From an optimization exercise on the open Yosys and OpenROAD flow, aimed at small area, a short achievable clock period and few clock cycles per item; shortcuts taken in it are not production practice.
Only simulation tests tie the RTL to the original design; equivalence was not proved.
Power is estimated from default activity; no workload was simulated.

==> flow/design.v (excerpt) <==
module t4_block_enc (
    input  wire         clk,
    input  wire         rst,           
    input  wire         in_valid,
    output wire         in_ready,
    input  wire [63:0]  in_data,       
    input  wire         in_sat,        
    output wire         out_valid,
    input  wire         out_ready,
    output wire [15:0]  out_header,    
    output wire [127:0] out_codes,     
    output wire         out_flush,     
    output wire [5:0]   out_clipped    
);
Settings: LEC_CHECK=0, CAP_MARGIN=60, CORE_MARGIN=2, CORE_UTILIZATION=40, PLACE_DENSITY=0.6, SLEW_MARGIN=60; clock period 14.0 ns.
run.sh (not shown) runs the stock make flow with config.mk's settings and CLKGATE_MAP_FILE= SYNTH_SCRIPT=/design/flow/synth_recipe.tcl, a recipe that flattens the netlist after the stock synthesis.
Testbench counts at the start, summed over its fixed seeds: cycles 17,448, items 512.
==> next run, changes <==
--- a/flow/design.v
+++ b/flow/design.v
@@ -177,25 +177,32 @@
                 blk_smark <= f0 ? s0 : (smark | s0);
                 blk_big   <= bg0;
             end
         end
     end
     wire [62:0] ya   = x0[62:0] ^ {63{neg0}};
     wire        nz32 = ~|ya[62:31];
-    wire [62:0] na1  = nz32 ? {ya[30:0], {32{neg0}}} : ya;
-    wire        nz16 = ~|na1[62:47];
-    wire [62:0] na2  = nz16 ? {na1[46:0], {16{neg0}}} : na1;
+    wire        nz16 = nz32 ? ~|ya[30:15] : ~|ya[62:47];
+    reg  [20:0] na2t;            
+    always @* begin
+        case ({nz32, nz16})
+        2'b00:   na2t = ya[62:42];
+        2'b01:   na2t = ya[46:26];
+        2'b10:   na2t = ya[30:10];
+        default: na2t = {ya[14:0], {6{neg0}}};
+        endcase
+    end
     reg  [20:0] nb;              
     reg         nbo, nba;        
     reg  [1:0]  nbz;
     reg         ndn;             
     reg  [5:0]  nlo;             
     reg         neg1, v1, f1, l1;
     always @(posedge clk) begin
-        nb   <= na2[62:42];
+        nb   <= na2t;
         case ({nz32, nz16})
         2'b00: begin nbo <= |ya[41:0]; nba <= &ya[41:0]; end
         2'b01: begin nbo <= |ya[25:0]; nba <= &ya[25:0]; end
         2'b10: begin nbo <= |ya[9:0];  nba <= &ya[9:0];  end
         default: begin nbo <= 1'b0;    nba <= 1'b1;      end
         endcase
         nbz  <= {nz32, nz16};
@@ -203,21 +210,35 @@
         nlo  <= {1'b0, ya[4:0]} + {5'd0, neg0};
         neg1 <= neg0;
         f1   <= f0;
         l1   <= l0;
         v1   <= v0 & ~rst;
     end
     wire        nz8  = ~|nb[20:13];
-    wire [20:0] nc3  = nz8 ? {nb[12:0], {8{neg1}}} : nb;
-    wire        nz4  = ~|nc3[20:17];
-    wire [20:0] nc4  = nz4 ? {nc3[16:0], {4{neg1}}} : nc3;
+    wire        nz4  = nz8 ? ~|nb[12:9] : ~|nb[20:17];
+    reg  [20:0] nc4;             
+    always @* begin
+        case ({nz8, nz4})
+        2'b00:   nc4 = nb;
+        2'b01:   nc4 = {nb[16:0], {4{neg1}}};
+        2'b10:   nc4 = {nb[12:0], {8{neg1}}};
+        default: nc4 = {nb[8:0], {12{neg1}}};
+        endcase
+    end
     wire        nz2  = ~|nc4[20:19];
-    wire [20:0] nc5  = nz2 ? {nc4[18:0], {2{neg1}}} : nc4;
-    wire        nz1  = ~nc5[20];
-    wire [20:0] nc6  = nz1 ? {nc5[19:0], neg1} : nc5;
+    wire        nz1  = nz2 ? ~nc4[18] : ~nc4[20];
+    reg  [20:0] nc6;             
+    always @* begin
+        case ({nz2, nz1})
+        2'b00:   nc6 = nc4;
+        2'b01:   nc6 = {nc4[19:0], neg1};
+        2'b10:   nc6 = {nc4[18:0], {2{neg1}}};
+        default: nc6 = {nc4[17:0], {3{neg1}}};
+        endcase
+    end
     wire [5:0]  fpy  = 6'd62 - {nbz, nz8, nz4, nz2, nz1};
     wire [4:0]  wy   = nc6[20:16];
     wire        bor  = (|nc6[15:0]) | nbo;
     wire        band = (&nc6[15:0]) & nba;
     wire        cy   = neg1 & band;
     wire [5:0]  wy1  = {1'b0, wy} + {5'd0, cy};
     reg  [5:0]  fp;
Register-to-register slack loses 0.03 ns.
Design area hardly moves.
Non-clock buffer count came out lower by 3.
Critical path depth came out higher by 2.
Hold slack loses 0.059 ns.
Maximum frequency came out lower by 0.46%.
Via count came out higher by about 3%.
Final cell count came out higher by 2.3%.
Global-route usage came out higher by 0.39 points.
Power came out higher by about 16%.
Wire length came out higher by about 2.4%.
Sequential share of layout area is about the same.
Setup slack loses 0.028 ns.
Synthesized cell count came out higher by 3.8%.
Testbench counts after the change, summed over its fixed seeds: cycles 17,448, items 512.

========
t4_block_enc, a different RTL version from the one above (not shown whole).
For scale: ~1000 flip-flops, roughly 220 I/O pins, ~56000 um2 of cells after synthesis.
==> flow/config.mk <==
export PLATFORM = sky130hd
export DESIGN_NAME = t4_block_enc
export DESIGN_NICKNAME = t4_block_enc
export VERILOG_FILES = /design/flow/design.v
export SDC_FILE = /design/flow/constraint.sdc
export NUM_CORES = 4
export LEC_CHECK = 0
export CAP_MARGIN = 60
export CORE_MARGIN = 2
export CORE_UTILIZATION = 40
export PLACE_DENSITY = 0.6
export SLEW_MARGIN = 60
==> flow/constraint.sdc <==
create_clock -name core_clock -period 14.0 [get_ports {clk}]
set_input_delay 2.8000 -clock core_clock [delete_from_list [all_inputs] [get_ports {clk}]]
set_output_delay 2.8000 -clock core_clock [all_outputs]
set_load 0.01 [all_outputs]
The first run ran to the end with no violations.
Testbench counts at the start, summed over its fixed seeds: cycles 17,449, items 512.
Then changed:
--- a/flow/design.v
+++ b/flow/design.v
@@ -9,31 +9,12 @@
     input  wire         out_ready,
     output wire [15:0]  out_header,    
     output wire [127:0] out_codes,     
     output wire         out_flush,     
     output wire [5:0]   out_clipped    
 );
-    function [69:0] padd;
-        input [69:0] a;
-        input [69:0] b;
-        input        c;
-        reg   [69:0] g, pp;
-        integer      lv, bi;
-        begin
-            g = a & b;
-            pp = a ^ b;
-            g[0] = g[0] | (pp[0] & c);
-            for (lv = 0; lv < 7; lv = lv + 1)
-                for (bi = 69; bi >= 0; bi = bi - 1)
-                    if (bi[lv]) begin
-                        g[bi]  = g[bi]  | (pp[bi] & g[((bi >> lv) << lv) - 1]);
-                        pp[bi] = pp[bi] & pp[((bi >> lv) << lv) - 1];
-                    end
-            padd = (a ^ b) ^ {g[68:0], c};
-        end
-    endfunction
     function [5:0] ceils;
         input [4:0] m;
         input       st;
         input [2:0] sh;
         begin
             if (sh >= 3'd5) ceils = {5'd0, (|m) | st};
@@ -110,20 +91,32 @@
         s_dn  <= (dstep_n >= 3'd3);
     end
     wire [69:0] Vx  = {{4{V[65]}}, V};
     wire [69:0] opA = L;
     reg         s_sg;
     wire [69:0] v8s = {Vx[66:0], 3'd0};                      
-    wire [69:0] opB = s_d1 ? ~Vx : (s_sg ? ~v8s : v8s);
-    wire        cin = s_d1 | s_sg;
-    wire [69:0] dsum = padd(opA, opB, cin);
-    wire [69:0] d15  = padd(L, ~{L[65:0], 4'd0}, 1'b1);
+    wire [69:0] opB = s_d1 ? ~Vx : (s_d2 ? ~{L[65:0], 4'd0} : (s_sg ? ~v8s : v8s));
+    wire        cin = s_d1 | s_d2 | s_sg;
+    reg  [69:0] pg_g, pg_p, dsum;
+    integer     lv, bi;
+    always @* begin
+        pg_g = opA & opB;
+        pg_p = opA ^ opB;
+        pg_g[0] = pg_g[0] | (pg_p[0] & cin);
+        for (lv = 0; lv < 7; lv = lv + 1)
+            for (bi = 69; bi >= 0; bi = bi - 1)
+                if (bi[lv]) begin
+                    pg_g[bi] = pg_g[bi] | (pg_p[bi] & pg_g[((bi >> lv) << lv) - 1]);
+                    pg_p[bi] = pg_p[bi] & pg_p[((bi >> lv) << lv) - 1];
+                end
+        dsum = (opA ^ opB) ^ {pg_g[68:0], cin};
+    end
     always @(posedge clk) begin
         dstep <= dstep_n;
         if (s_d1) V <= dsum[65:0];
-        if (s_d2) L <= d15;
+        if (s_d2) L <= dsum;
         if (s_dn) begin
             L  <= {dsum[68:0], 1'b0};
             dq <= {dq[3:0], ~dsum[69]};
         end
         s_sg <= s_dn & dsum[69];
         if (v0 && dstep == 3'd0) begin
The new run passed the timing, design-rule and antenna checks.
Setup slack got worse by 0.10 ns.
Non-clock buffer count came out higher by 3.
Die area came out lower by 3.3%.
Total power came out lower by 8.8%.
Final cell count came out lower by 4.4%.
Sequential cell count stays the same.
Cell area came out lower by 2.9%.
Critical path depth is unchanged.
Via count came out lower by 3.9%.
Maximum frequency came out lower by 2.0%.
Routed wire length came out lower by 5.7%.
Sequential power barely changes.
Global-route usage came out lower by 0.32 points.
Testbench counts after the change, summed over its fixed seeds: cycles 17,449, items 512.

-- afterwards: timing with drivers on the ports --
In the flow no input, the clock included, has a driving cell. The finished layouts below were timed again as built, in two steps. Step 1 (the two cells are an assumption about what drives the block):
set clk [get_ports {clk}]
set_driving_cell -lib_cell sky130_fd_sc_hd__clkbuf_16 $clk
set_driving_cell -lib_cell sky130_fd_sc_hd__buf_2 [delete_from_list [all_inputs] $clk]
Step 2 adds t to the input delays and takes it off the output delays; t is the mean of the earliest and latest rising clock arrival at the registers after step 1. Input paths then give back, and output paths get back, about the clock's delay inside the block. Three values: ideal, step 1, step 2; two values: the first two.
| run | t, ns | setup slack, ns | hold WS [ns] |
|---|---|---|---|
| the first run of note 1 | 0.790 | 8.056 / 8.056 / 8.056 | 0.324 / 0.324 / 0.324 |
| the second run of note 1 | 0.784 | 8.028 / 8.028 / 8.028 | 0.265 / 0.265 / 0.265 |
| the first run of note 2 | 0.820 | 8.770 / 8.770 / 8.770 | 0.289 / 0.289 / 0.289 |
| the second run of note 2 | 0.815 | 8.666 / 8.666 / 8.666 | 0.224 / 0.224 / 0.224 |
After both steps every run listed still meets setup and hold.
